This is an optimization exercise on Yosys and OpenROAD, whose aim is small area, a short achievable clock period and few clock cycles per item, not a production implementation. The RTL was checked by simulation tests, not by an equivalence proof against the original design.

Setup of main:
// fx_sha256
module fx_sha256 (
    input  wire         clk,
    input  wire         rst,      
    input  wire         start,    
    input  wire         init,     
    input  wire [511:0] block,    
    output wire         ready,    
    output reg          done,     
    output wire [255:0] digest    
);
  localparam [255:0] IV = {32'h6a09e667, 32'hbb67ae85, 32'h3c6ef372, 32'ha54ff53a,
                           32'h510e527f, 32'h9b05688c, 32'h1f83d9ab, 32'h5be0cd19};
  reg         busy;      
  reg         fin;       
  reg         pend;      
  reg         initn;     
  reg         initf;     
  reg  [5:0]  rk;        
  reg  [2:0]  ph;        
  reg  [31:0] q [0:4];   
  reg  [31:0] p [0:4];   
  reg  [31:0] w [0:15];  
  reg  [31:0] a, b, c, d, e, f, g, h;
  reg  [31:0] x;         
  localparam [2047:0] KTAB = {
    32'hc67178f2, 32'hbef9a3f7, 32'ha4506ceb, 32'h90befffa,
    32'h8cc70208, 32'h84c87814, 32'h78a5636f, 32'h748f82ee,
    32'h682e6ff3, 32'h5b9cca4f, 32'h4ed8aa4a, 32'h391c0cb3,
    32'h34b0bcb5, 32'h2748774c, 32'h1e376c08, 32'h19a4c116,
    32'h106aa070, 32'hf40e3585, 32'hd6990624, 32'hd192e819,
    32'hc76c51a3, 32'hc24b8b70, 32'ha81a664b, 32'ha2bfe8a1,
    32'h92722c85, 32'h81c2c92e, 32'h766a0abb, 32'h650a7354,
    32'h53380d13, 32'h4d2c6dfc, 32'h2e1b2138, 32'h27b70a85,
    32'h14292967, 32'h06ca6351, 32'hd5a79147, 32'hc6e00bf3,
    32'hbf597fc7, 32'hb00327c8, 32'ha831c66d, 32'h983e5152,
    32'h76f988da, 32'h5cb0a9dc, 32'h4a7484aa, 32'h2de92c6f,
  ...
export LEC_CHECK = 0
export CAP_MARGIN = 20
export CORE_MARGIN = 2
export CORE_UTILIZATION = 40
export SLEW_MARGIN = 20
create_clock -name core_clock -period 10.0 [get_ports {clk}]
standard.sh (not shown) runs the stock make flow with config.mk's settings and CLKGATE_MAP_FILE= SYNTH_SCRIPT=/design/flow/synth_recipe.tcl, a recipe that flattens the netlist after the stock synthesis.
==> flow/flow/run.sh <==
#!/bin/bash
# Own layout flow: the standard flow (ORFS synthesis through the standard flow's synthesis
# script, floorplan, power grid, placement, CTS, routing) with three changes:
#  - synthesis skips Yosys's quick generic ABC pass before adder extraction
#    (SYNTH_ARGS=-noabc); the final ABC mapping still runs;
#  - port buffers are the smallest buffer instead of a delay cell;
#  - timing repair aims for a setup margin of 5.3 ns.
# The clock period and constraints are the design's.
set -euo pipefail
bash standard.sh "SYNTH_ARGS=-noabc" "SETUP_SLACK_MARGIN=5.3" \
  "BUFFER_PORTS_ARGS=-inputs -outputs -buffer_cell sky130_fd_sc_hd__buf_1" \
  finish > standard_make.log 2>&1
main: PASS, flow complete, no timing, DRC or antenna violations
Testbench counts of main, summed over its fixed seeds: cycles 83,224, blocks 1,280.
Modified inputs, the feature branch compared to main
--- a/flow/flow/run.sh
+++ b/flow/flow/run.sh
@@ -5,8 +5,8 @@
 #    (SYNTH_ARGS=-noabc); the final ABC mapping still runs;
 #  - port buffers are the smallest buffer instead of a delay cell;
-#  - timing repair aims for a setup margin of 5.3 ns.
+#  - timing repair aims for a setup margin of 5.6 ns.
 # The clock period and constraints are the design's.
 set -euo pipefail
-bash standard.sh "SYNTH_ARGS=-noabc" "SETUP_SLACK_MARGIN=5.3" \
+bash standard.sh "SYNTH_ARGS=-noabc" "SETUP_SLACK_MARGIN=5.6" \
   "BUFFER_PORTS_ARGS=-inputs -outputs -buffer_cell sky130_fd_sc_hd__buf_1" \
   finish > standard_make.log 2>&1
--- outcome ---
- Going from main to the feature branch, post-layout minimum cycle time now smaller; worst hold slack held steady; number of global-route vias before repair about even; fraction of the mapped netlist area in compound gates barely changed.
- [compare] base=main new=the feature branch: via count now larger, worst setup margin picked up an extra 0.074 ns.
- The count of buffers not belonging to the clock network in the layout of the feature branch exceeds that of main by about 12%.

static timing again, ports no longer ideal:
How much do the figures lean on ideal ports? The routed layouts below were timed once more, with nothing changed but the port constraints.
Step 1: set_driving_cell puts a clkbuf_16 on clk and a buf_2 on each other input, an assumption about the parent block.
Step 2 adds t to the input delays and takes it off the output delays; t is the mean of the earliest and latest rising clock arrival at the registers after step 1. Input paths then give back, and output paths get back, about the clock's delay inside the block.
Slacks: ideal / step 1 / step 2; pairs: ideal / step 1.
run	t (ns)	slack for setup (ns)	cell pins on the clock port's net
main	0.816	5.283 / 5.273 / 4.736	1
the feature branch	0.803	5.357 / 5.357 / 4.942	1
After both steps setup and hold are still met in every run listed. For main, which loses most, drivers alone change the setup slack by -0.010 ns; drivers and shift together by -0.547 ns.
